What follows belongs to an exercise in optimizing a design on an open flow for small area, a short achievable clock period and few clock cycles per item; a production flow would make more cautious choices.
Function was checked by simulation only, so behaviour that the tests miss may differ from the original.
Power figures rest on the tool's default switching activity, not on a simulated workload.

==> flow/design.v <==
module pagecode_dec (
  input  wire        clk,
  input  wire        rst,
  input  wire        in_valid,
  input  wire [7:0]  in_data,
  output wire        in_ready,
  output reg         out_valid,
  output reg         out_clean,
  output reg         out_poison,
  output reg         out_ok,
  output wire [2:0]  out_count,
  output wire [31:0] out_pos,
  output wire [31:0] out_val
);
  function automatic [7:0] gf_mul(input [7:0] a, input [7:0] b);
    integer i;
    reg [7:0] p, aa;
    begin
      p  = 8'h00;
      aa = a;
      for (i = 0; i < 8; i = i + 1) begin
        if (b[i]) p = p ^ aa;
        aa = {aa[6:0], 1'b0} ^ (aa[7] ? 8'h1d : 8'h00);
      end
      gf_mul = p;
    end
  endfunction
  function automatic [3:0] gf16_mul(input [3:0] a, input [3:0] b);
    reg [6:0] p;
    begin
      p = ({3'b0, a} & {7{b[0]}}) ^ ({2'b0, a, 1'b0} & {7{b[1]}}) ^
          ({1'b0, a, 2'b0} & {7{b[2]}}) ^ ({a, 3'b0} & {7{b[3]}});
      gf16_mul = p[3:0] ^ {p[6:4], 1'b0} ^ {1'b0, p[6:4]};
    end
  endfunction
  function automatic [3:0] gf16_sq(input [3:0] a);
    begin
      gf16_sq[0] = a[0] ^ a[2];
      gf16_sq[1] = a[2];
      gf16_sq[2] = a[1] ^ a[3];
      gf16_sq[3] = a[3];
    end
  endfunction
  function automatic [3:0] gf16_inv(input [3:0] a);
    begin
      case (a)
        4'd0: gf16_inv = 4'd0;
        4'd1: gf16_inv = 4'd1;
        4'd2: gf16_inv = 4'd9;
        4'd3: gf16_inv = 4'd14;
        4'd4: gf16_inv = 4'd13;
        4'd5: gf16_inv = 4'd11;
        4'd6: gf16_inv = 4'd7;
        4'd7: gf16_inv = 4'd6;
        4'd8: gf16_inv = 4'd15;
        4'd9: gf16_inv = 4'd2;
        4'd10: gf16_inv = 4'd12;
        4'd11: gf16_inv = 4'd5;
        4'd12: gf16_inv = 4'd10;
        4'd13: gf16_inv = 4'd4;
        4'd14: gf16_inv = 4'd3;
        4'd15: gf16_inv = 4'd8;
        default: gf16_inv = 4'd0;
      endcase
    end
  endfunction
  function automatic [7:0] gf_inv(input [7:0] a);
    reg [7:0] c, o;
    reg [3:0] a1, a0, d, di, sq, b1, b0;
    begin
      c[0] = a[0] ^ a[2] ^ a[4] ^ a[5] ^ a[6] ^ a[7];
      c[1] = a[2] ^ a[6] ^ a[7];
      c[2] = a[1] ^ a[2] ^ a[3] ^ a[4];
      c[3] = a[1] ^ a[4] ^ a[5] ^ a[6] ^ a[7];
      c[4] = a[2] ^ a[4] ^ a[5] ^ a[6] ^ a[7];
      c[5] = a[2] ^ a[5] ^ a[6];
      c[6] = a[1] ^ a[3] ^ a[4] ^ a[5];
      c[7] = a[5];
      a1 = c[7:4]; a0 = c[3:0];
      sq[0] = a1[0];
      sq[1] = a1[1] ^ a1[3];
      sq[2] = a1[3];
      sq[3] = a1[0] ^ a1[2];
      d = sq ^ gf16_mul(a1, a0) ^ gf16_sq(a0);
      di = gf16_inv(d);
      b1 = gf16_mul(a1, di);
      b0 = gf16_mul(a0 ^ a1, di);
      c = {b1, b0};
      o[0] = c[0] ^ c[4];
      o[1] = c[2] ^ c[3] ^ c[4] ^ c[6] ^ c[7];
      o[2] = c[2] ^ c[6] ^ c[7];
      o[3] = c[1] ^ c[2] ^ c[3] ^ c[7];
      o[4] = c[1] ^ c[4] ^ c[7];
      o[5] = c[7];
      o[6] = c[2] ^ c[5] ^ c[6];
      o[7] = c[1] ^ c[5] ^ c[7];
      gf_inv = o;
    end
  endfunction
  localparam [7:0] AM1 = 8'h8e, AM2 = 8'h47, AM3 = 8'had, AM4 = 8'hd8,
                   AM6 = 8'h36, AM8 = 8'h83;
  localparam [63:0] SP = 64'h32_8b_76_67_53_26_e2_00;
  integer i;
  reg  [7:0] cnt;               
  reg  [7:0] syn [0:7];
  wire first = (cnt == 8'd0);
  wire last  = (cnt == 8'd135);
  localparam [2:0] D_IDLE = 3'd0, D_F = 3'd1, D_UPD = 3'd2, D_DISC = 3'd3,
                   D_OMG = 3'd4, D_CHN = 3'd5, D_FIN = 3'd6, D_DONE = 3'd7;
  reg  [2:0] st;
  wire d_free = (st == D_IDLE) || (st == D_DONE);
  assign in_ready = !last || d_free;
  wire take = in_valid && in_ready;
  wire load = take && last;
  reg [7:0] syn_nx [0:7];
  always @(*) begin
    for (i = 0; i < 8; i = i + 1)
      syn_nx[i] = (first ? 8'h00 : gf_mul(syn[i], 8'h01 << i)) ^ in_data;
  end
  always @(posedge clk) begin
    if (rst)
      cnt <= 8'd0;
    else if (take)
      cnt <= last ? 8'd0 : cnt + 8'd1;
    if (take)
      for (i = 0; i < 8; i = i + 1)
        syn[i] <= syn_nx[i];
  end
  reg  [7:0] S    [0:7];        
  reg  [7:0] lam  [0:3];        
  reg  [7:0] bs   [0:3];        
  reg  [7:0] binv;              
  reg  [7:0] dacc;              
  reg  [2:0] r;                 
  reg  [2:0] k;                 
  reg  [2:0] sidx;              
  reg  [2:0] L;
  reg        fail;              
  reg        lch;               
  reg        clean_f, pois_f;
  reg  [6:0] q;                 
  reg        hid;               
  reg        pend;              
  reg  [1:0] pslot;
  reg  [2:0] nroot;
  reg  [3:0] en;                
  wire [7:0] s_sel = S[sidx];
  wire [7:0] fd    = dacc ^ s_sel;                  
  wire       mul_l = (st == D_DISC) || (st == D_OMG);
  wire [7:0] ma    = mul_l ? lam[k1] : (st == D_F) ? fd : dacc;
  wire [7:0] mb    = mul_l ? s_sel : (st == D_UPD) ? bs[k1] : binv;
  wire [7:0] p     = gf_mul(ma, mb);
  wire s_zero = (S[0] | S[1] | S[2] | S[3] | S[4] | S[5] | S[6] | S[7]) == 8'h00;
  wire s_pois = {S[7], S[6], S[5], S[4], S[3], S[2], S[1], S[0]} == SP;
  wire       fd_nz = (fd != 8'h00);
  wire       lc    = fd_nz && ({L, 1'b0} <= {1'b0, r});
  wire [3:0] lnew  = {1'b0, r} + 4'd1 - {1'b0, L};
  wire [7:0] ll1 = gf_mul(lam[0], AM1);
  wire [7:0] ll2 = gf_mul(lam[1], AM2);
  wire [7:0] ll3 = gf_mul(lam[2], AM3);
  wire [7:0] ll4 = gf_mul(lam[3], AM4);
  wire [7:0] lv_hi = 8'h01 ^ lam[0] ^ lam[1] ^ lam[2] ^ lam[3];
  wire [7:0] lv_lo = 8'h01 ^ ll1 ^ ll2 ^ ll3 ^ ll4;
  wire       rt_hi = (lv_hi == 8'h00) && !hid;
  wire       rt_lo = (lv_lo == 8'h00);
  wire [7:0] dv_hi = lam[0] ^ lam[2];
  wire [7:0] dv_lo = ll1 ^ ll3;
  wire [7:0] ov_hi = bs[0] ^ bs[1] ^ bs[2] ^ bs[3];
  wire [7:0] ov_lo = bs[0] ^ gf_mul(bs[1], AM1) ^ gf_mul(bs[2], AM2) ^ gf_mul(bs[3], AM3);
  wire       rt    = rt_hi || rt_lo;
  wire       adv   = !(rt_hi && rt_lo);
  wire [1:0] slot  = L[1:0] - 2'd1 - nroot[1:0];
  wire [7:0] inv_in = (st == D_CHN) ? (rt_hi ? dv_hi : dv_lo) : fd;
  wire [7:0] inv_o  = gf_inv(inv_in);
  wire [1:0] k1 = k[1:0] - 2'd1;                    
  wire [1:0] k2 = k[1:0] - 2'd2;
  wire [2:0] kmax = r[2] ? 3'd4 : r;                
  wire [2:0] jmax = (r == 3'd0) ? 3'd2 : (r == 3'd1) ? 3'd3 : 3'd4;
  always @(posedge clk) begin
    if (rst) begin
      st        <= D_IDLE;
      out_valid <= 1'b0;
    end else begin
      out_valid <= 1'b0;
      case (st)
        D_F: begin
          if (r == 3'd0) begin
            clean_f <= s_zero;
            pois_f  <= s_pois;
          end
          dacc <= p;
          lch  <= lc;
          if (lc) begin
            binv <= inv_o;
            L    <= lnew[2:0];
          end
          if (r == 3'd0) begin
            lam[0] <= fd;
            if (!fd_nz) begin
              bs[0] <= 8'h00;
              bs[1] <= 8'h01;
            end
            k    <= 3'd1;
            sidx <= 3'd0;
            r    <= 3'd1;
            st   <= s_zero ? D_FIN : D_DISC;
          end else if (lc && lnew > 4'd4) begin
            fail <= 1'b1;
            st   <= D_FIN;
          end else begin
            k  <= jmax;
            st <= D_UPD;
          end
        end
        D_UPD: begin
          lam[k1] <= lam[k1] ^ p;
          if (r == 3'd7)
            bs[k1] <= S[k1];
          else if (k == 3'd1)
            bs[0] <= lch ? 8'h01 : 8'h00;
          else
            bs[k1] <= lch ? lam[k2] : bs[k2];
          if (k == 3'd1) begin
            if (r == 3'd7) begin
              r    <= 3'd1;
              sidx <= 3'd0;
              st   <= D_OMG;
            end else begin
              r    <= r + 3'd1;
              sidx <= r;
              st   <= D_DISC;
            end
          end else begin
            k <= k - 3'd1;
          end
        end
        D_DISC: begin
          dacc <= ((k == 3'd1) ? 8'h00 : dacc) ^ p;
          if (k == kmax) begin
            sidx <= r;
            st   <= D_F;
          end else begin
            k    <= k + 3'd1;
            sidx <= sidx - 3'd1;
          end
        end
        D_OMG: begin
          bs[r[1:0]] <= bs[r[1:0]] ^ p;
          if (k == r) begin
            if (r == 3'd3) begin
              q  <= 7'd67;
              st <= D_CHN;
            end else begin
              r    <= r + 3'd1;
              k    <= 3'd1;
              sidx <= r;
            end
          end else begin
            k    <= k + 3'd1;
            sidx <= sidx - 3'd1;
          end
        end
        D_CHN: begin
          if (pend)
            S[3'd4 + pslot] <= p;
          pend <= rt;
          if (rt) begin
            dacc     <= rt_hi ? ov_hi : ov_lo;
            binv     <= inv_o;
            S[slot]  <= {q, !rt_hi ? 1'b0 : 1'b1};
            pslot    <= slot;
            nroot    <= nroot + 3'd1;
          end
          hid <= !adv;
          if (adv) begin
            lam[0] <= gf_mul(ll1, AM1);
            lam[1] <= gf_mul(lam[1], AM4);
            lam[2] <= gf_mul(lam[2], AM6);
            lam[3] <= gf_mul(lam[3], AM8);
            bs[1]  <= gf_mul(bs[1], AM2);
            bs[2]  <= gf_mul(bs[2], AM4);
            bs[3]  <= gf_mul(bs[3], AM6);
            q      <= q - 7'd1;
            if (q == 7'd0)
              st <= D_FIN;
          end
        end
        D_FIN: begin
          if (pend)
            S[3'd4 + pslot] <= p;
          out_valid  <= 1'b1;
          out_clean  <= clean_f;
          out_poison <= pois_f;
          out_ok     <= clean_f || (!fail && nroot == L);
          for (i = 0; i < 4; i = i + 1)
            en[i] <= !clean_f && !fail && (nroot == L) && (i < L);
          st <= D_DONE;
        end
        D_DONE: st <= D_IDLE;
        default: ;
      endcase
      if (load) begin
        for (i = 0; i < 8; i = i + 1)
          S[i] <= syn_nx[i];
        for (i = 0; i < 4; i = i + 1) begin
          lam[i] <= 8'h00;
          bs[i]  <= (i == 0) ? 8'h01 : 8'h00;
        end
        binv  <= 8'h01;
        dacc  <= 8'h00;
        L     <= 3'd0;
        fail  <= 1'b0;
        r     <= 3'd0;
        sidx  <= 3'd0;
        hid   <= 1'b0;
        pend  <= 1'b0;
        nroot <= 3'd0;
        st    <= D_F;
      end
    end
  end
  assign out_pos = {S[3] & {8{en[3]}}, S[2] & {8{en[2]}},
                    S[1] & {8{en[1]}}, S[0] & {8{en[0]}}};
  assign out_val = {S[7] & {8{en[3]}}, S[6] & {8{en[2]}},
                    S[5] & {8{en[1]}}, S[4] & {8{en[0]}}};
  assign out_count = {en[3], en[1] & !en[3], (en[0] & !en[1]) | (en[2] & !en[3])};
endmodule
==> flow/run.sh <==
#!/bin/bash
# synth_recipe.tcl (not shown) runs the flow's synth.tcl, then flattens the netlist and writes it again
# the make line also repeats each setting of config.mk as NAME=value (left out here)
make -C /OpenROAD-flow-scripts/flow DESIGN_CONFIG=/design/flow/config.mk WORK_HOME=/design/flow/orfs CLKGATE_MAP_FILE= SYNTH_SCRIPT=/design/flow/synth_recipe.tcl finish
==> flow/config.mk <==
export PLATFORM = sky130hd
export DESIGN_NAME = pagecode_dec
export DESIGN_NICKNAME = pagecode_dec
export VERILOG_FILES = /design/flow/design.v
export SDC_FILE = /design/flow/constraint.sdc
export NUM_CORES = 4
export LEC_CHECK = 0
export CAP_MARGIN = 20
export CORE_MARGIN = 2
export CORE_UTILIZATION = 40
export SLEW_MARGIN = 20
==> flow/constraint.sdc <==
create_clock -name core_clock -period 12.0 [get_ports {clk}]
set_input_delay 2.4000 -clock core_clock [delete_from_list [all_inputs] [get_ports {clk}]]
set_output_delay 2.4000 -clock core_clock [all_outputs]
set_load 0.01 [all_outputs]
==> run notes <==
layout make-up:
class                           instances  area [um^2]  area share (%)
Multi-Input combinational cell       1829        13040           55.50
Sequential cell                       262         7219           30.73
Timing Repair Buffer                  125         1141           4.856
Tap cell                              688        860.8           3.664
Clock buffer                           36        825.8           3.515
Clock inverter                         22        235.2           1.001
Inverter                               46        172.7          0.7349
synth_stat cells (8+ instances only):
master / number / area share, %
nand2_1: 238 / 4.2
o21ai_0: 104 / 2.5
nand4_1: 12 / 0.35
a22oi_1: 21 / 0.74
a211oi_1: 22 / 0.78
buf_4: 8 / 0.28
nor3_1: 35 / 0.83
a221oi_1: 8 / 0.33
nand2b_1: 11 / 0.32
buf_1: 28 / 0.50
a21oi_1: 81 / 1.9
nand3_1: 21 / 0.50
mux4_2: 60 / 6.4
buf_2: 13 / 0.31
a31oi_1: 21 / 0.62
xor2_1: 146 / 6.0
edfxtp_1: 197 / 28
o22ai_1: 25 / 0.74
nor4_1: 26 / 0.77
clkbuf_1: 123 / 2.2
inv_1: 43 / 0.76
nor2_1: 356 / 6.3
ha_1: 37 / 2.2
xnor2_1: 329 / 14
o211ai_1: 14 / 0.50
buf_6: 10 / 0.53
and2_1: 80 / 2.4
dfxtp_1: 65 / 6.1
o221ai_1: 14 / 0.58
mux2i_1: 42 / 2.0
flip-flops by register name, indices dropped and copies added (netlist names), 2 cells and up, named ones only:
register,cells
L,3
S,64
binv,8
bs,32
cnt,8
dacc,8
en,4
k,3
lam,32
nroot,3
pslot,2
q,7
r,3
sidx,3
st,3
syn,64
kinds of logic after synthesis:
| kind of cell | synth area share, % |
|---|---|
| xor+xnor | 21.60 |
| simple gates | 16.98 |
| mux | 9.329 |
| compound gates | 11.02 |
| fa+ha+maj | 2.326 |
| flops | 34.06 |
| buf+inv | 4.676 |
per-layer routing:
| layer | global-route usage (%) | up-vias | part of all wire [%] |
|---|---|---|---|
| li1 | - | 7984 | - |
| met1 | 34.65 | 8509 | 42 |
| met2 | 38.97 | 913 | 44 |
| met3 | 5.423 | 135 | 9.6 |
| met4 | 9.177 | 4 | 3.8 |
| met5 | 0 | - | 0.026 |
cell usage in the layout, fill, tap and decap left out, types with 25 or more instances in the layout:
cell type	instances
nor2_1	354
xnor2_1	327
nand2_1	237
edfxtp_1	197
xor2_1	146
o21ai_0	102
clkdlybuf4s50_1	82
a21oi_1	81
and2_1	80
dfxtp_1	63
mux4_2	60
inv_1	42
mux2i_1	42
buf_4	42
ha_1	37
nor3_1	32
clkbuf_16	32
nor4_1	25
o22ai_1	25
stage by stage:
step	hold WS, ps	cells	power (W)	utilization, %	cell area [um^2]
3_5_place_dp	405.4	2950	0.002036	42.74	22410
2_1_floorplan	400.3	2320	0.001864	-	21190
4_1_cts	454.5	3008	0.003032	44.76	23480
5_1_grt	464.2	3008	0.003156	44.80	23500
6_report	463.0	3008	0.003039	44.80	23500
3_3_place_gp	422.1	2949	0.002022	42.71	22400
path summary, 6_finish.rpt:
check | end | slack (ps) | cells past startpoint
min | out_poison | 460 | 0
max | binv[3] | 4070 | 22
min reg2reg | out_poison | 460 | 0
max reg2reg | binv[3] | 4070 | 22
where the power goes:
part,internal [W],switching (W)
Sequential,0.00106,0.000140
Combinational,0.000394,0.000447
Clock,0.000565,0.000433
==> flow_metrics.env <==
export IMPL_setup_viol=0
export IMPL_drc=0
export IMPL_cts_made_buffers=31
export IMPL_yosysUniqueCellTypes=88
export IMPL_period_needed_ps=7932
export IMPL_drt_pass1_iter_count=7
export IMPL_post_cts_buffers=0
export IMPL_avgViaCountPerCell=5.833
export IMPL_cts_tree="done"
export IMPL_totalWireLength_mm=69.77
export IMPL_grt_usage_pct=25.21
export IMPL_initial_core_util_pct=40.40
export IMPL_end_kind="flop"
export IMPL_hold_viol_final=0
export IMPL_cap_viol_max_count=0
export IMPL_p_leak_nw=8.328
export IMPL_dieHeight_um=234.2
export IMPL_critPathMaxFanout=37
export IMPL_place_ws_ps=4188
export IMPL_cts_root_buf="clkbuf_16"
export IMPL_path_clk_slew_ps=60
export IMPL_cts_buffer_depth=3
export IMPL_slowest_delay_ps=680
export IMPL_max_slew_margin_pct=22.89
export IMPL_skew_ps=12.69
export IMPL_gr_total_overflow=0
export IMPL_clock_sinks=262
export IMPL_critPathBufInv=4
export IMPL_async_flop_share_pct=0
export IMPL_postSynthCellCount=2320
export IMPL_rsz0062_at_grt="no"
export IMPL_fillers=4921
export IMPL_startpoint="st[0]"
export IMPL_drt_iter0_drc=1916
export IMPL_tightest_slew_ps=1157
export IMPL_min_delay_start="pois_f"
export IMPL_powerDensity_mw_per_mm2=129.3
export IMPL_core_mm2=0.05245
export IMPL_hpwl_mm=51.31
export IMPL_yosysSeqAreaShare_pct=34.06
export IMPL_status="timing/DRC/antenna clean"
export IMPL_cpMostUsedCell="xnor2_1"
export IMPL_drive_gt1_share_pct=9.181
export IMPL_via_count=17545
export IMPL_fp_dieArea_mm2=0.05483
export IMPL_ioPinCount=83
export IMPL_ir_drop_uv=160.5
export IMPL_syn_area_mm2=0.02119
export IMPL_detail_route_wl_per_cell_um=23.19
export IMPL_ctsResizeCount=0
export IMPL_fmax_mhz=126.1
export IMPL_synth_edf_count=197
export IMPL_diodes=0
export IMPL_cts_hold_buf=0
export IMPL_finalCritPeriodShare_pct=66.10
export IMPL_port_buffers=82
export IMPL_grt_pass1_vias=16754
export IMPL_reg2reg_from="st[0]"
export IMPL_setup_tns_ps=0
export IMPL_gp_congestion=0.9600
export IMPL_worst_slack_ps=4068
export IMPL_area_growth_pct=10.88
export IMPL_grt_start_max_net_pins=75
export IMPL_cp_cell_sequence="buf_4 -> clkinv_1 -> nor2_1 -> nand2_1 -> a221o_2 -> o221a_2 -> xnor2_1 -> inv_1 -> ha_1 -> xor2_1 -> xnor2_1 -> xnor2_1 -> xnor2_1 -> inv_1 -> ha_1 -> o211ai_2 -> nand2_1 -> xnor3_2 -> xnor3_1 -> xnor3_2 -> xnor3_1 -> nor2_1"
export IMPL_crit_path_top_delay_cell="clkinv_1"
export IMPL_slew_viol_final=0
export IMPL_clock_latency_ps=610
export IMPL_fp_dieW_um=234.2
export IMPL_antenna_found_initial=3
export IMPL_synth_seq_cells=262
export IMPL_grt_pass1_wl_mm=104.8
export IMPL_required_ps=12340
export IMPL_synth_nets=2369
export IMPL_row_count=84
export IMPL_syn_avg_cell_area_um2=9.134
export IMPL_cts_htree_levels=1
export IMPL_postRouteAntennaNets=0
export IMPL_nets=2344
export IMPL_hold_path_class="reg2reg"
export IMPL_critPathTopFamily="XOR/XNOR gates"
export IMPL_worst_setup_path_start_kind="flop"
export IMPL_yosys_most_used_dff="edfxtp_1"
export IMPL_synth_warnings=3
export IMPL_crit_arrival_ps=8280
export IMPL_critPathKind="reg2reg"
Testbench counts, summed over its fixed seeds: cycles 53,158, items 384.

what the ideal ports hide:
The flow's constraints put no driver on any port. The routed layout listed below was extracted and timed again, unchanged, in two steps.
Step 1 assumes that a clkbuf_16 drives the clock port and a buf_2 every other input.
Step 2, shift: input delay + t, output delay - t, t = (earliest + latest rising clock arrival at the registers) / 2. This alone moves slack from input paths to output paths.
Slacks: ideal / step 1 / step 2; pairs: ideal / step 1.
t (ns): 0.661
setup slack, ns: 4.068 / 4.068 / 4.068
worst setup path after step 2: register to register
After both steps setup and hold are still met in this run. For this run, drivers alone change the setup slack by 0.000 ns; drivers and shift together by 0.000 ns.
